From an optimization exercise on the open Yosys and OpenROAD flow, aimed at small area, a short achievable clock period and few clock cycles per item; shortcuts taken in it are not production practice. Function was checked by simulation only, so behaviour that the tests miss may differ from the original. Power and IR drop assume default switching activity.

the reference run:
==> flow/design.v <==
module fpdivsqrt (
    input  wire        clk,
    input  wire        rst,      
    input  wire        start,    
    input  wire        op,       
    input  wire [31:0] a,
    input  wire [31:0] b,
    output wire        ready,
    output reg         done,
    output reg  [31:0] result,
    output reg  [4:0]  flags
);
    localparam integer FR = 24;          
    localparam integer W  = FR + 3;      
    localparam [31:0] QNAN = 32'h7FC0_0000;
    wire        sa = a[31];
    wire        sb = b[31];
    wire [7:0]  ea = a[30:23];
    wire [7:0]  eb = b[30:23];
    wire [22:0] fa = a[22:0];
    wire [22:0] fb = b[22:0];
    wire a_zero = (ea == 8'd0);
    wire b_zero = (eb == 8'd0);
    wire a_max  = (ea == 8'hFF);
    wire b_max  = (eb == 8'hFF);
    wire a_fz   = (fa == 23'd0);
    wire b_fz   = (fb == 23'd0);
    wire a_inf  = a_max & a_fz;
    wire b_inf  = b_max & b_fz;
    wire a_nan  = a_max & ~a_fz;
    wire b_nan  = b_max & ~b_fz;
    wire a_snan = a_nan & ~fa[22];
    wire b_snan = b_nan & ~fb[22];
    reg  sp, sp_nan, sp_inf, sp_nv, sp_dz;
    always @(*) begin
        sp = 1'b1; sp_nan = 1'b0; sp_inf = 1'b0; sp_nv = 1'b0; sp_dz = 1'b0;
        if (!op) begin
            if (a_nan | b_nan) begin
                sp_nan = 1'b1; sp_nv = a_snan | b_snan;
            end else if (a_inf & b_inf) begin
                sp_nan = 1'b1; sp_nv = 1'b1;
            end else if (a_inf) begin
                sp_inf = 1'b1;
            end else if (b_inf) begin
            end else if (b_zero & a_zero) begin
                sp_nan = 1'b1; sp_nv = 1'b1;
            end else if (b_zero) begin
                sp_inf = 1'b1; sp_dz = 1'b1;
            end else if (a_zero) begin
            end else begin
                sp = 1'b0;
            end
        end else begin
            if (a_nan) begin
                sp_nan = 1'b1; sp_nv = a_snan;
            end else if (a_zero) begin
            end else if (sa) begin
                sp_nan = 1'b1; sp_nv = 1'b1;
            end else if (a_inf) begin
                sp_inf = 1'b1;
            end else begin
                sp = 1'b0;
            end
        end
    end
    wire [9:0]  div_exp = {2'b00, ea} + {2'b11, ~eb} + 10'd127;   
    wire [8:0]  sq_sum  = {1'b0, ea} + 9'd125;
    wire [9:0]  sq_exp  = {2'b00, sq_sum[8:1]};                   
    wire [24:0] sq_m1  = ea[0] ? {2'b00, fa} : {fa[22], ~fa[22], fa[21:0], 1'b0};
    wire [W-1:0] w_init = op ? {sq_m1, 2'b00} : {3'b001, fa, 1'b0};
    reg          busy;       
    reg          fin;        
    reg  [12:0]  md;         
    reg  [11:0]  ms;         
    reg          sign_q;
    reg  [9:0]   exp_q;      
    reg  [W-1:0] w;          
    reg  [W-1:0] pn;         
    reg  [25:0]  s;          
    reg          spq, spq_nan, spq_inf, spq_nv, spq_dz;
    assign ready = ~busy;
    wire   last  = md[12] | ms[11];
    reg [W-1:0] b1, b2;      
    reg [25:0]  k1, k2;      
    integer i;
    always @(*) begin
        b1 = {W{1'b0}};
        b2 = {W{1'b0}};
        k1 = 26'd0;
        k2 = 26'd0;
        for (i = 0; i < 12; i = i + 1) begin
            b1[FR-1-2*i] = ms[i];
            b2[FR-2-2*i] = ms[i];
            k1[24-2*i] = ms[i];
            k2[23-2*i] = ms[i];
        end
        for (i = 0; i < 13; i = i + 1) begin
            k1[25-2*i] = k1[25-2*i] | md[i];
            k2[24-2*i] = k2[24-2*i] | md[i];
        end
    end
    wire [W-1:0] f1n  = pn & ~b1;
    wire [W-1:0] f2bn = pn & ~b2;
    wire [W-1:0] f2an = pn & ~(b1 << 1) & ~b2;
    wire [W+2:0] a2n  = {2'b11, pn, 1'b1} & ~{2'b00, b1, 1'b0};
    wire [W+2:0] cx = {2'b00, w, 1'b1};
    wire [W+2:0] cy = a2n;
    wire [W+2:0] cz = {3'b111, f2an};
    wire [W+2:0] cs = cx ^ cy ^ cz;
    wire [W+2:0] cc = (cx & cy) | (cx & cz) | (cy & cz);
    wire [W:0]   t1;
    wire [W+1:0] t2b;
    wire [W+2:0] t2a;
    pfx_add #(W+1) u_t1  (.a({1'b0, w}), .b({1'b1, f1n}), .ci(1'b1), .s(t1));
    pfx_add #(W+2) u_t2b (.a({1'b0, w, 1'b0}), .b({2'b11, f2bn}), .ci(1'b1), .s(t2b));
    pfx_add #(W+3) u_t2a (.a(cs), .b({cc[W+1:0], 1'b1}), .ci(1'b0), .s(t2a));
    wire d1 = ~t1[W];
    wire d2 = d1 ? ~t2a[W+2] : ~t2b[W+1];
    wire [W-1:0] wa = d1 ? {t2a[W-2:0], 1'b0} : {t2b[W-2:0], 1'b0};
    wire [W-1:0] wb = !busy ? w_init : d1 ? {t1[W-3:0], 2'b00} : {w[W-3:0], 2'b00};
    wire [W-1:0] wn = (busy & d2) ? wa : wb;
    wire [25:0] sn = s | (d1 ? k1 : 26'd0) | (d2 ? k2 : 26'd0);
    wire        hi      = s[25];
    wire [22:0] frac    = hi ? s[24:2] : s[23:1];
    wire        rbit    = hi ? s[1] : s[0];
    wire        sticky  = (hi & s[0]) | (w != {W{1'b0}});
    wire        rinc    = rbit & (sticky | frac[0]);
    wire        inexact = rbit | sticky;
    wire [30:0] xin = {exp_q[7:0], frac};
    reg  [30:0] pa, pb;      
    integer d, n;
    always @(*) begin
        pa = {xin[29:0], 1'b1};
        for (d = 1; d < 31; d = d * 2) begin
            pb = pa;
            for (n = d; n < 31; n = n + 1)
                if ((n / d) % 2 == 1)
                    pb[n] = pa[n] & pa[(n / d) * d - 1];
            pa = pb;
        end
    end
    wire [30:0] inc = xin ^ (pa & {31{rinc}});
    wire uf      = exp_q[9] | (exp_q == 10'd0);
    wire of_big  = ~exp_q[9] & (exp_q[8] | (exp_q[7:0] == 8'hFF));
    wire of_rnd  = (exp_q == 10'd254) & rinc & (&frac);
    reg [31:0] rnd_res;
    reg [4:0]  rnd_flg;
    always @(*) begin
        if (spq) begin
            rnd_res = spq_nan ? QNAN : {sign_q, spq_inf ? 8'hFF : 8'h00, 23'd0};
            rnd_flg = {3'b000, spq_dz, spq_nv};
        end else if (uf) begin
            rnd_res = {sign_q, 31'd0};
            rnd_flg = 5'b11000;
        end else if (of_big) begin
            rnd_res = {sign_q, 8'hFF, 23'd0};
            rnd_flg = 5'b10100;
        end else begin
            rnd_res = {sign_q, inc};
            rnd_flg = {inexact, 1'b0, of_rnd, 2'b00};
        end
    end
    always @(posedge clk) begin
        if (rst) begin
            busy <= 1'b0;
            fin  <= 1'b0;
            done <= 1'b0;
        end else begin
            done <= fin;
            if (!busy) begin
                busy <= start & ~sp;
                fin  <= start & sp;
            end else begin
                busy <= ~last;
                fin  <= last;
            end
        end
        result <= rnd_res;
        w      <= wn;
        flags  <= rnd_flg;
        if (!busy) begin
            md      <= {12'd0, ~op};
            ms      <= {11'd0, op};
            sign_q  <= op ? sa : (sa ^ sb);
            exp_q   <= op ? {1'b0, sq_exp} : div_exp;
            pn      <= op ? ~{2'b01, 25'd0} : ~{3'b001, fb, 1'b0};
            s       <= op ? {1'b1, 25'd0} : 26'd0;
            spq     <= sp;
            spq_nan <= sp_nan;
            spq_inf <= sp_inf;
            spq_nv  <= sp_nv;
            spq_dz  <= sp_dz;
        end else begin
            md <= md << 1;
            ms <= ms << 1;
            s  <= sn;
            if (ms != 12'd0) pn <= ~{1'b0, sn};
            if (md[1] | ms[1]) exp_q <= exp_q + {9'd0, s[25]};
        end
    end
endmodule
module pfx_add #(
    parameter integer N = 8
) (
    input  wire [N-1:0] a,
    input  wire [N-1:0] b,
    input  wire         ci,
    output wire [N-1:0] s
);
    reg [N-1:0] g, p, gn, pn;
    integer d, i;
    always @(*) begin
        g = a & b;
        p = a ^ b;
        for (d = 1; d < N; d = d * 2) begin
            gn = g;
            pn = p;
            for (i = d; i < N; i = i + 1) begin
                if ((i / d) % 2 == 1) begin
                    gn[i] = g[i] | (p[i] & g[(i / d) * d - 1]);
                    pn[i] = p[i] & p[(i / d) * d - 1];
                end
            end
            g = gn;
            p = pn;
        end
    end
    wire [N-1:0] c = {g[N-2:0] | (p[N-2:0] & {(N-1){ci}}), ci};
    assign s = a ^ b ^ c;
endmodule
==> flow/config.mk <==
export PLATFORM = sky130hd
export DESIGN_NAME = fpdivsqrt
export DESIGN_NICKNAME = fpdivsqrt
export VERILOG_FILES = /design/flow/design.v
export SDC_FILE = /design/flow/constraint.sdc
export NUM_CORES = 4
export LEC_CHECK = 0
export ABC_AREA = 1
export CAP_MARGIN = 20
export CORE_MARGIN = 2
export CORE_UTILIZATION = 40
export SETUP_SLACK_MARGIN = 1.7
export SLEW_MARGIN = 20
==> flow/constraint.sdc <==
create_clock -name core_clock -period 5.0 [get_ports {clk}]
set_input_delay 1.0000 -clock core_clock [delete_from_list [all_inputs] [get_ports {clk}]]
set_output_delay 1.0000 -clock core_clock [all_outputs]
set_load 0.01 [all_outputs]
standard.sh (not shown) runs the stock make flow with config.mk's settings and CLKGATE_MAP_FILE= SYNTH_SCRIPT=/design/flow/synth_recipe.tcl, a recipe that flattens the netlist after the stock synthesis.
==> flow/flow/run.sh <==
#!/bin/bash
# The standard layout (the standard.sh) with these changes:
#  - port buffers are the smallest buffer, sky130_fd_sc_hd__buf_1, which the
#    resizer may still upsize where timing or slew needs it;
#  - clock tree synthesis builds the tree from small clock buffers and
#    inserts no dummy loads.
# make's full output goes to run_make.log in this folder; ORFS's own per-step
# logs are under orfs/logs/.
set -euo pipefail
bash standard.sh \
  "BUFFER_PORTS_ARGS=-buffer_cell sky130_fd_sc_hd__buf_1" \
  "CTS_ARGS=-sink_clustering_enable -repair_clock_nets -dont_use_dummy_load -buf_list {sky130_fd_sc_hd__clkbuf_2 sky130_fd_sc_hd__clkbuf_4 sky130_fd_sc_hd__clkbuf_8}" \
  finish > run_make.log 2>&1
Testbench counts of the reference run, summed over its fixed seeds: cycles 162,076, ops 12,000.
Setup changes, the reference run to the trial run
--- a/flow/design.v
+++ b/flow/design.v
@@ -117,7 +117,13 @@
     wire d1 = ~t1[W];
     wire d2 = d1 ? ~t2a[W+2] : ~t2b[W+1];
-    wire [W-1:0] wa = d1 ? {t2a[W-2:0], 1'b0} : {t2b[W-2:0], 1'b0};
-    wire [W-1:0] wb = !busy ? w_init : d1 ? {t1[W-3:0], 2'b00} : {w[W-3:0], 2'b00};
-    wire [W-1:0] wn = (busy & d2) ? wa : wb;
+    reg [W-1:0] wn;
+    always @(*) begin
+        case ({d1, d2})
+            2'b11:   wn = {t2a[W-2:0], 1'b0};
+            2'b10:   wn = {t1[W-3:0], 2'b00};
+            2'b01:   wn = {t2b[W-2:0], 1'b0};
+            default: wn = {w[W-3:0], 2'b00};
+        endcase
+    end
     wire [25:0] sn = s | (d1 ? k1 : 26'd0) | (d2 ? k2 : 26'd0);
     wire        hi      = s[25];
@@ -177,5 +183,4 @@
         end
         result <= rnd_res;
-        w      <= wn;
         flags  <= rnd_flg;
         if (!busy) begin
@@ -184,4 +189,5 @@
             sign_q  <= op ? sa : (sa ^ sb);
             exp_q   <= op ? {1'b0, sq_exp} : div_exp;
+            w       <= w_init;
             pn      <= op ? ~{2'b01, 25'd0} : ~{3'b001, fb, 1'b0};
             s       <= op ? {1'b1, 25'd0} : 26'd0;
@@ -194,4 +200,5 @@
             md <= md << 1;
             ms <= ms << 1;
+            w  <= wn;
             s  <= sn;
             if (ms != 12'd0) pn <= ~{1'b0, sn};
[summary]
- Net count of the finished layout went up slightly going from the reference run to the trial run.
- Comparing the reference run and the trial run, the higher first-pass GRT wire length was measured on the trial run.
- The trial run vs the reference run, met1 routing resource usage after global routing went up by 0.80 points.
- Compared with the reference run, the trial run shows count of cell types in the netlist higher by 9.
- The reference run has a lower number of optimization iterations in the first detailed-route pass than the trial run.
- Changes observed in the trial run relative to the reference run: area growth from synthesis to layout up 0.57 points, area fraction in and, or, nand and nor cells after synthesis down 0.56 points, clock share of power flat.
- Of the two values seen for end point of the critical path, pn[10]$_DFFE_PP_ was produced by the trial run and w[11]$_DFF_P_ by the reference run.
Testbench counts of the trial run, summed over its fixed seeds: cycles 162,076, ops 12,000.

## separate check: timing with driven ports
How much do the figures lean on ideal ports? The routed layouts below were timed once more, with nothing changed but the port constraints. Step 1 (the two cells are an assumption about what drives the block):
set clk [get_ports {clk}]
set_driving_cell -lib_cell sky130_fd_sc_hd__clkbuf_16 $clk
set_driving_cell -lib_cell sky130_fd_sc_hd__buf_2 [delete_from_list [all_inputs] $clk]
Step 2 also shifts input and output timing later by t, the mid clock arrival at the registers, as if the neighbouring blocks saw the same clock. Three values: ideal, step 1, step 2; two values: the first two.
run | shift t [ns] | setup WS [ns] | worst setup path after step 2
the reference run | 0.489 | 1.787 / 1.787 / 1.411 | input to register
the trial run | 0.490 | 1.834 / 1.834 / 1.523 | input to register
After both steps setup and hold are still met in every run listed. The setup slack of the reference run, which loses most, moves by 0.000 ns with the drivers and by -0.376 ns with both steps.
